This is an optimization exercise on Yosys and OpenROAD, whose aim is small area, a short achievable clock period and few clock cycles, not a production implementation.
Where RTL was checked, it was by simulation tests only, not by an equivalence proof against the original.

Setup of JK:
==> flow/design.v (excerpt) <==
module crc_channel (
    input  wire        clk,
    input  wire        rst,             
    input  wire        cmd_go,
    input  wire [2:0]  cmd_set,
    input  wire        cmd_expect_en,
    input  wire [31:0] cmd_len,
    input  wire [63:0] cmd_exp,
    input  wire        cmd_terminate,
    input  wire        in_valid,
    output wire        in_ready,
    input  wire [63:0] in_data,
    output reg         done,
    output wire [1:0]  state,
    output reg  [7:0]  code,
    output reg         match,
    output reg  [63:0] result
);
export LEC_CHECK = 0
export CAP_MARGIN = 20
export CORE_MARGIN = 2
export CORE_UTILIZATION = 40
export CTS_BUF_LIST = sky130_fd_sc_hd__clkbuf_8
export SLEW_MARGIN = 58
export SYNTH_HIERARCHICAL = 1
create_clock -name core_clock -period 20.0 [get_ports {clk}]
standard.sh (not shown) runs the stock make flow with config.mk's settings and CLKGATE_MAP_FILE= SYNTH_SCRIPT=/design/flow/synth_recipe.tcl, a recipe that flattens the netlist after the stock synthesis.
==> flow/flow/run.sh <==
#!/bin/bash
# The standard layout (standard.sh: standard synthesis, floorplan, placement,
# CTS, routing, finish), with one change: the buffers that buffer_ports puts on
# every input and output port are sky130_fd_sc_hd__buf_2 cells instead of the
# cell buffer_ports picks by itself (clkdlybuf4s50_1, a delay cell).
# make's full output goes to flow_make.log here; each ORFS step also writes its
# own log under orfs/logs/.
set -euo pipefail
bash standard.sh 'BUFFER_PORTS_ARGS=-buffer_cell sky130_fd_sc_hd__buf_2' finish > flow_make.log 2>&1
Edits applied to the flow inputs when going from JK to MS:
--- a/flow/design.v
+++ b/flow/design.v
@@ -26,18 +26,19 @@
     reg        valid_q;     
     reg        pend_q;      
     reg        first_q;     
     reg        nb_q;        
     reg [4:0]  sel_q;       
     reg [2:0]  k_q;         
     reg [7:0]  mh_q;        
+    reg [6:0]  mt_q;        
     reg        rj_q;        
     reg        z_q;         
     reg        exp_en_q;
-    reg [63:0] exp_q;       
+    reg [63:0] xexp_q;      
     reg [31:3] rem_q;       
     reg [63:0] rot_q;       
     reg [63:0] crc_q;       
     wire       idle    = !run_q;
     wire       invalid = cmd_set[2] & (cmd_set[1] | cmd_set[0]);
     wire       len0    = (cmd_len == 32'd0);
     wire       start   = idle && cmd_go && !invalid && !len0;
@@ -72,15 +73,15 @@
     wire [63:0]  head, tail;
     genvar gj;
     generate
         for (gj = 0; gj < 8; gj = gj + 1) begin : g_win
             assign head[8*gj +: 8] = rot_q[8*gj +: 8] & {8{mh_q[gj]}};
         end
         for (gj = 0; gj < 7; gj = gj + 1) begin : g_tail
-            assign tail[8*gj +: 8] = rot_q[8*gj +: 8] & {8{!mh_q[gj]}};
+            assign tail[8*gj +: 8] = rot_q[8*gj +: 8] & {8{mt_q[gj]}};
         end
     endgenerate
     assign tail[63:56] = 8'h00;
     wire [63:0]  x = head ^ crc_q;
     wire [63:0]  ovf = ({64{sel_q[0] & (k_q == 3'd1)}} & 64'h0000000000FFFFFF) |
                        ({64{sel_q[0] & (k_q == 3'd2)}} & 64'h000000000000FFFF) |
                        ({64{sel_q[0] & (k_q == 3'd3)}} & 64'h00000000000000FF) |
@@ -3625,39 +3626,43 @@
     assign nat[59] = (sel_q[4] & crc_q[3]);
     assign nat[60] = (sel_q[4] & crc_q[4]);
     assign nat[61] = (sel_q[4] & crc_q[5]);
     assign nat[62] = (sel_q[4] & crc_q[6]);
     assign nat[63] = (sel_q[4] & crc_q[7]);
     wire [63:0] xorout  = {32'h0, {24{sel_q[0] | sel_q[1]}}, {8{sel_q[0] | sel_q[1] | sel_q[3]}}};
     wire [63:0] res_new = nat ^ xorout;
-    wire        eq      = (res_new == exp_q);
+    wire        eq      = (nat == xexp_q);
+    wire [63:0] xo_in  = {32'h0, {24{sel_in[0] | sel_in[1]}}, {8{sel_in[0] | sel_in[1] | sel_in[3]}}};
+    wire [2:0]  kmask = run_q ? k_q : cmd_len[2:0];
     reg [7:0]   mask_in;
     always @(*) begin
-        case (cmd_len[2:0])
+        case (kmask)
             3'd0: mask_in = 8'hFF;
             3'd1: mask_in = 8'h80;
             3'd2: mask_in = 8'hC0;
             3'd3: mask_in = 8'hE0;
             3'd4: mask_in = 8'hF0;
             3'd5: mask_in = 8'hF8;
             3'd6: mask_in = 8'hFC;
             default: mask_in = 8'hFE;
         endcase
     end
+    integer i;
     assign in_ready = rdy_q;
     assign state    = {1'b0, st_q};
     always @(posedge clk) begin
         rot_q   <= rot_in;
+        mh_q    <= mask_in;
         valid_q <= take;
         if (idle) begin
             sel_q    <= sel_in;
             k_q      <= cmd_len[2:0];
-            mh_q     <= mask_in;
+            mt_q     <= ~mask_in[6:0];
             exp_en_q <= cmd_expect_en;
-            exp_q    <= cmd_exp;
+            xexp_q   <= cmd_exp ^ xo_in;
             rem_q    <= cmd_len[31:3];
         end else if (proc) begin
             rem_q    <= rem_q - 29'd1;
         end
         if (idle)
             crc_q <= 64'h0;
         else if (proc)
## What came out
Taking JK as the reference point, the total routed wirelength of MS rises by 630 um.
JK → MS: sequential cell count moved up, via count level.
Largest fanout on the critical path in MS is 18 lower than in JK
met5 as the uppermost layer routed was reported by MS, and met4 by JK.
MS vs JK: global-route wire length before repair up in MS
As of MS, number of nets in the final layout had risen slightly compared to JK.
The core outline area of MS was inferior to that of JK.
Function was not checked in any run of this note: the RTL went through the layout flow alone.

---

Another version of the RTL of crc_channel (not shown whole).
Size: about 3900 cells after synthesis, about 370 flip-flops, ~250 I/O pins.
Settings: LEC_CHECK=0, CAP_MARGIN=20, CORE_MARGIN=2, CORE_UTILIZATION=40, SLEW_MARGIN=20, SYNTH_HIERARCHICAL=1; clock period 20.0 ns.
Scripts as last shown in full above: flow/flow/run.sh
Testbench counts at the start, summed over its fixed seeds: cycles 18,581.
==> next run, changes <==
--- a/flow/design.v
+++ b/flow/design.v
@@ -25,25 +25,26 @@
     reg        rdy_q;       
     reg        valid_q;     
     reg        pend_q;      
     reg        first_q;     
     reg        nb_q;        
     reg [4:0]  sel_q;       
     reg [2:0]  k_q;         
-    reg [7:0]  mask_q;      
+    reg [7:0]  mh_q;        
+    reg [6:0]  mt_q;        
+    reg        rj_q;        
+    reg        z_q;         
     reg        exp_en_q;
     reg [63:0] xexp_q;      
     reg [31:3] rem_q;       
-    reg [63:0] head_q;      
-    reg [55:0] tail_q;      
+    reg [63:0] rot_q;       
     reg [63:0] crc_q;       
     wire       idle    = !run_q;
     wire       invalid = cmd_set[2] & (cmd_set[1] | cmd_set[0]);
     wire       len0    = (cmd_len == 32'd0);
-    wire       len_le8 = (cmd_len[31:4] == 28'd0) && !(cmd_len[3] && cmd_len[2:0] != 3'd0);
     wire       start   = idle && cmd_go && !invalid && !len0;
     wire       take    = in_valid && rdy_q;
     wire       proc    = run_q && valid_q;
     wire       knz     = (k_q != 3'd0);
     wire       last    = (rem_q[31:4] == 28'd0) && !(rem_q[3] && knz);
     wire       gt16    = (rem_q[31:5] != 27'd0) || (rem_q[4] && (rem_q[3] || knz));
     wire [4:0] sel_in  = (cmd_set == 3'd0) ? 5'b00001 :
@@ -53,32 +54,34 @@
     wire [2:0]   kin    = run_q ? k_q : cmd_len[2:0];
     wire [4:0]   sel_fb = idle ? sel_in : (nb_q ? sel_q : 5'b00000);    
     wire [63:0]  inv_in = {32'h0, {16{sel_fb[0] | sel_fb[1]}}, {8{sel_fb[0] | sel_fb[1] | sel_fb[2]}},
                            {8{sel_fb[0] | sel_fb[1] | sel_fb[2] | sel_fb[3]}}};
     wire [63:0]  d_in   = in_data ^ inv_in;
     wire [127:0] dd     = {d_in, d_in};
     wire [63:0]  rot_in = dd >> {kin, 3'b000};
-    wire [7:0]   m_in;
-    wire [63:0]  head_in, tail_in;
+    wire [63:0]  head, tail;
     genvar gj;
     generate
         for (gj = 0; gj < 8; gj = gj + 1) begin : g_win
-            assign head_in[8*gj +: 8] = m_in[gj] ? rot_in[8*gj +: 8] : 8'h00;
-            assign tail_in[8*gj +: 8] = m_in[gj] ? 8'h00 : rot_in[8*gj +: 8];
+            assign head[8*gj +: 8] = rot_q[8*gj +: 8] & {8{mh_q[gj]}};
+        end
+        for (gj = 0; gj < 7; gj = gj + 1) begin : g_tail
+            assign tail[8*gj +: 8] = rot_q[8*gj +: 8] & {8{mt_q[gj]}};
         end
     endgenerate
-    wire [63:0]  x = head_q ^ crc_q;
+    assign tail[63:56] = 8'h00;
+    wire [63:0]  x = head ^ crc_q;
     wire [63:0]  ovf = ({64{sel_q[0] & (k_q == 3'd1)}} & 64'h0000000000FFFFFF) |
                        ({64{sel_q[0] & (k_q == 3'd2)}} & 64'h000000000000FFFF) |
                        ({64{sel_q[0] & (k_q == 3'd3)}} & 64'h00000000000000FF) |
                        ({64{sel_q[1] & (k_q == 3'd1)}} & 64'h0000000000FFFFFF) |
                        ({64{sel_q[1] & (k_q == 3'd2)}} & 64'h000000000000FFFF) |
                        ({64{sel_q[1] & (k_q == 3'd3)}} & 64'h00000000000000FF) |
                        ({64{sel_q[2] & (k_q == 3'd1)}} & 64'h00000000000000FF);
-    wire [63:0]  add_new = last ? (first_q ? ovf : 64'h0) : {8'h00, tail_q};
+    wire [63:0]  add_new = last ? (first_q ? ovf : 64'h0) : tail;
     wire c0;
     crc_x2 u_c0 (.a(x[12]), .b(x[13]), .y(c0));
     wire c1;
     crc_x2 u_c1 (.a(x[18]), .b(x[36]), .y(c1));
     wire c2;
     crc_x2 u_c2 (.a(x[14]), .b(x[42]), .y(c2));
     wire c3;
@@ -3702,26 +3705,25 @@
             3'd3: mask_in = 8'hE0;
             3'd4: mask_in = 8'hF0;
             3'd5: mask_in = 8'hF8;
             3'd6: mask_in = 8'hFC;
             default: mask_in = 8'hFE;
         endcase
     end
-    assign m_in = run_q ? mask_q : mask_in;
     integer i;
     assign in_ready = rdy_q;
     assign state    = {1'b0, st_q};
     always @(posedge clk) begin
-        head_q  <= head_in;
-        tail_q  <= tail_in[55:0];
+        rot_q   <= rot_in;
         valid_q <= take;
         if (idle) begin
             sel_q    <= sel_in;
             k_q      <= cmd_len[2:0];
-            mask_q   <= mask_in;
+            mh_q     <= mask_in;
+            mt_q     <= ~mask_in[6:0];
             exp_en_q <= cmd_expect_en;
             xexp_q   <= cmd_exp ^ xo_in;
             rem_q    <= cmd_len[31:3];
         end else if (proc) begin
             rem_q    <= rem_q - 29'd1;
         end
         if (idle)
@@ -3733,34 +3735,34 @@
     end
     always @(posedge clk) begin
         if (rst) begin
             run_q  <= 1'b0;
             st_q   <= 1'b0;
             rdy_q  <= 1'b1;
             pend_q <= 1'b0;
+            rj_q   <= 1'b0;
+            z_q    <= 1'b0;
             done   <= 1'b0;
             code   <= 8'h00;
             match  <= 1'b0;
             result <= 64'h0;
         end else begin
             done <= 1'b0;
             if (idle) begin
-                rdy_q  <= !(start && in_valid && len_le8);
+                rdy_q  <= 1'b1;
                 pend_q <= 1'b0;
-                if (cmd_go) begin
-                    if (invalid) begin
-                        code <= REJECTED_INVALID;
-                        done <= 1'b1;
-                    end else if (len0) begin
-                        code <= DONE_OK;
-                        done <= 1'b1;
-                    end else begin
-                        run_q <= 1'b1;
-                        st_q   <= 1'b1;
-                    end
+                rj_q   <= cmd_go && invalid;
+                z_q    <= cmd_go && !invalid && len0;
+                if (start) begin
+                    run_q <= 1'b1;
+                    st_q  <= 1'b1;
+                end
+                if (rj_q || z_q) begin
+                    code <= rj_q ? REJECTED_INVALID : DONE_OK;
+                    done <= 1'b1;
                 end
             end else if (cmd_terminate) begin
                 code   <= ABORTED_FAULT;
                 done   <= 1'b1;
                 run_q  <= 1'b0;
                 st_q   <= 1'b0;
                 rdy_q  <= 1'b1;
The new run finished clean.
Final area fell by 3.4%.
Sequential share of layout area fell by 1.4 points.
Core utilization barely changes.
Setup slack gains 0.22 ns.
Final cell count fell by 4.2%.
Testbench counts after the change, summed over its fixed seeds: cycles 18,581.

---

Another version of the RTL of crc_channel (not shown whole).
For scale: roughly 3700 cells after synthesis, ~0.033 mm2 of cells after synthesis.
==> flow/config.mk <==
export PLATFORM = sky130hd
export DESIGN_NAME = crc_channel
export DESIGN_NICKNAME = crc_channel
export VERILOG_FILES = /design/flow/design.v
export SDC_FILE = /design/flow/constraint.sdc
export NUM_CORES = 4
export LEC_CHECK = 0
export CAP_MARGIN = 20
export CORE_MARGIN = 2
export CORE_UTILIZATION = 40
export CTS_BUF_LIST = sky130_fd_sc_hd__clkbuf_8
export SLEW_MARGIN = 50
export SYNTH_HIERARCHICAL = 1
==> flow/constraint.sdc <==
create_clock -name core_clock -period 20.0 [get_ports {clk}]
set_input_delay 4.0000 -clock core_clock [delete_from_list [all_inputs] [get_ports {clk}]]
set_output_delay 4.0000 -clock core_clock [all_outputs]
set_load 0.01 [all_outputs]
Scripts as last shown in full above: flow/flow/run.sh
The starting point went through all stages and came out clean.
Then changed:
--- a/flow/design.v
+++ b/flow/design.v
@@ -61,23 +61,23 @@
     wire [63:0]  head, tail;
     genvar gj;
     generate
         for (gj = 0; gj < 8; gj = gj + 1) begin : g_win
             assign head[8*gj +: 8] = rot_q[8*gj +: 8] & {8{mh_q[gj]}};
         end
         for (gj = 0; gj < 7; gj = gj + 1) begin : g_tail
             assign tail[8*gj +: 8] = rot_q[8*gj +: 8] & {8{mt_q[gj]}};
         end
     endgenerate
     assign tail[63:56] = 8'h00;
-    wire [63:0]  x = head ^ (crc_q & {64{!first_q}});
+    wire [63:0]  x = head ^ crc_q;
     wire [63:0]  ovf = ({64{sel_q[0] & (k_q == 3'd1)}} & 64'h0000000000FFFFFF) |
                        ({64{sel_q[0] & (k_q == 3'd2)}} & 64'h000000000000FFFF) |
                        ({64{sel_q[0] & (k_q == 3'd3)}} & 64'h00000000000000FF) |
                        ({64{sel_q[1] & (k_q == 3'd1)}} & 64'h0000000000FFFFFF) |
                        ({64{sel_q[1] & (k_q == 3'd2)}} & 64'h000000000000FFFF) |
                        ({64{sel_q[1] & (k_q == 3'd3)}} & 64'h00000000000000FF) |
                        ({64{sel_q[2] & (k_q == 3'd1)}} & 64'h00000000000000FF);
     wire [63:0]  add_new = last ? (first_q ? ovf : 64'h0) : tail;
     wire c0;
     crc_x2 u_c0 (.a(x[12]), .b(x[13]), .y(c0));
     wire c1;
@@ -3718,23 +3718,25 @@
         if (idle) begin
             sel_q    <= sel_in;
             k_q      <= cmd_len[2:0];
             mh_q     <= mask_in;
             mt_q     <= ~mask_in[6:0];
             exp_en_q <= cmd_expect_en;
             xexp_q   <= cmd_exp ^ xo_in;
             rem_q    <= cmd_len[31:3];
         end else if (proc) begin
             rem_q    <= rem_q - 29'd1;
         end
-        if (proc)
+        if (idle)
+            crc_q <= 64'h0;
+        else if (proc)
             crc_q <= st_new ^ add_new;
         first_q <= idle ? 1'b1 : (proc ? 1'b0 : first_q);
         nb_q    <= (idle | nb_q) & !take;
     end
     always @(posedge clk) begin
         if (rst) begin
             run_q  <= 1'b0;
             st_q   <= 1'b0;
             rdy_q  <= 1'b1;
             pend_q <= 1'b0;
             rj_q   <= 1'b0;
=> Setup slack improves by 160 ps; design area falls slightly; register-to-register slack improves by 160 ps; fmax rises by a few percent; global-route usage falls by 3.0 points; clock-buffer cell count falls by 7; final cell count rises slightly; core utilization falls by 0.44 points; wire length falls by a few percent; synthesized area stays flat.
Testbench counts after the change, summed over its fixed seeds: cycles 18,581.
For the first run of this note, only the layout was checked, not whether the RTL still works.

---

## epsilon
Another version of the RTL of crc_channel (not shown whole).
For scale: about 250 I/O pins, about 37000 µm² of cells after synthesis.
export LEC_CHECK = 0
export CAP_MARGIN = 20
export CORE_MARGIN = 2
export CORE_UTILIZATION = 40
export SLEW_MARGIN = 20
export SYNTH_HIERARCHICAL = 1
create_clock -name core_clock -period 20.0 [get_ports {clk}]
Scripts as last shown in full above: flow/flow/run.sh
Input changes introduced in beta (baseline for comparison: epsilon):
--- a/flow/design.v
+++ b/flow/design.v
@@ -27,33 +27,32 @@
     reg        pend_q;      
     reg [4:0]  sel_q;       
     reg [2:0]  k_q;         
     reg [7:0]  mask_q;      
     reg        exp_en_q;
     reg [63:0] xexp_q;      
     reg [31:3] rem_q;       
     reg [63:0] head_q;      
     reg [55:0] tail_q;      
-    reg [55:0] prev_q;      
     reg [63:0] crc_q;       
     wire [2:0]   kin    = run_q ? k_q : cmd_len[2:0];
     wire [127:0] dd     = {in_data, in_data};
     wire [63:0]  rot_in = dd >> {kin, 3'b000};
     wire [7:0]   m_in;
     wire [63:0]  head_in, tail_in;
     genvar gj;
     generate
         for (gj = 0; gj < 8; gj = gj + 1) begin : g_win
             assign head_in[8*gj +: 8] = m_in[gj] ? rot_in[8*gj +: 8] : 8'h00;
             assign tail_in[8*gj +: 8] = m_in[gj] ? 8'h00 : rot_in[8*gj +: 8];
         end
     endgenerate
-    wire [63:0]  x = head_q ^ {8'h00, prev_q} ^ crc_q;
+    wire [63:0]  x = head_q ^ crc_q;
     wire c0;
     crc_x2 u_c0 (.a(x[12]), .b(x[13]), .y(c0));
     wire c1;
     crc_x2 u_c1 (.a(x[18]), .b(x[36]), .y(c1));
     wire c2;
     crc_x2 u_c2 (.a(x[14]), .b(x[42]), .y(c2));
     wire c3;
     crc_x2 u_c3 (.a(x[11]), .b(x[32]), .y(c3));
     wire c4;
@@ -3743,20 +3742,19 @@
             exp_en_q <= cmd_expect_en;
             xexp_q   <= cmd_exp ^ xo_in;
             rem_q    <= cmd_len[31:3];
         end else if (proc) begin
             rem_q    <= rem_q - 29'd1;
         end
         if (idle)
             crc_q <= init_in;
         else if (proc)
-            crc_q <= st_new;
-        prev_q  <= proc ? tail_q : (run_q ? prev_q : 56'h0);
+            crc_q <= st_new ^ {8'h00, tail_q & {56{!last}}};
     end
     always @(posedge clk) begin
         if (rst) begin
             run_q  <= 1'b0;
             st_q   <= 1'b0;
             rdy_q  <= 1'b1;
             pend_q <= 1'b0;
             done   <= 1'b0;
             code   <= 8'h00;
Notes after the runs:
Non-clock buffer count in beta vs epsilon: down 4.3%
Changes observed in beta relative to epsilon: worst hold path depth essentially unchanged; sequential portion of the cell area decreased 2.6 points; post-synthesis adder-cell area fraction essentially unchanged.
Fmax: beta higher than epsilon
Per the comparison of beta with epsilon, final standard cell area without fillers went down about 6%, total of flip-flops plus latches after synthesis lower, routed wire length -4.7%, post-layout worst setup margin went up 0.041 ns, first-pass GRT wire length decreased 4.5%.
No functional check of the RTL was part of any run of this note.

-- re-timing with driven ports --
Ports are ideal in the flow. The routed layouts listed here were re-timed in OpenROAD.
Step 1 sets driving cells, clkbuf_16 on the clock port and buf_2 on the other inputs (assumed; they add their load-dependent delay and slew).
Step 2 adds t to the input delays and takes it off the output delays; t is the mean of the earliest and latest rising clock arrival at the registers after step 1. Input paths then give back, and output paths get back, about the clock's delay inside the block.
Three values: no drivers, after step 1, after step 2; two values: the first two.
run | shift t [ns] | setup WS [ns] | pins driven straight from the clock port
JK | 0.641 | 14.439 / 14.441 / 13.800 | 1
MS | 0.666 | 14.353 / 14.382 / 13.715 | 1
the first run of note 2 | 0.619 | 13.861 / 13.887 / 13.268 | 1
the second run of note 2 | 0.588 | 14.085 / 14.085 / 13.731 | 1
the first run of note 3 | 0.769 | 14.225 / 14.225 / 13.530 | 1
the second run of note 3 | 0.718 | 14.383 / 14.383 / 13.774 | 1
epsilon | 0.679 | 13.385 / 13.427 / 12.748 | 1
beta | 0.618 | 13.426 / 13.436 / 12.818 | 1
After both steps setup and hold are still met in every run listed. The setup slack of the first run of note 3, which loses most, moves by 0.000 ns with the drivers and by -0.695 ns with both steps.
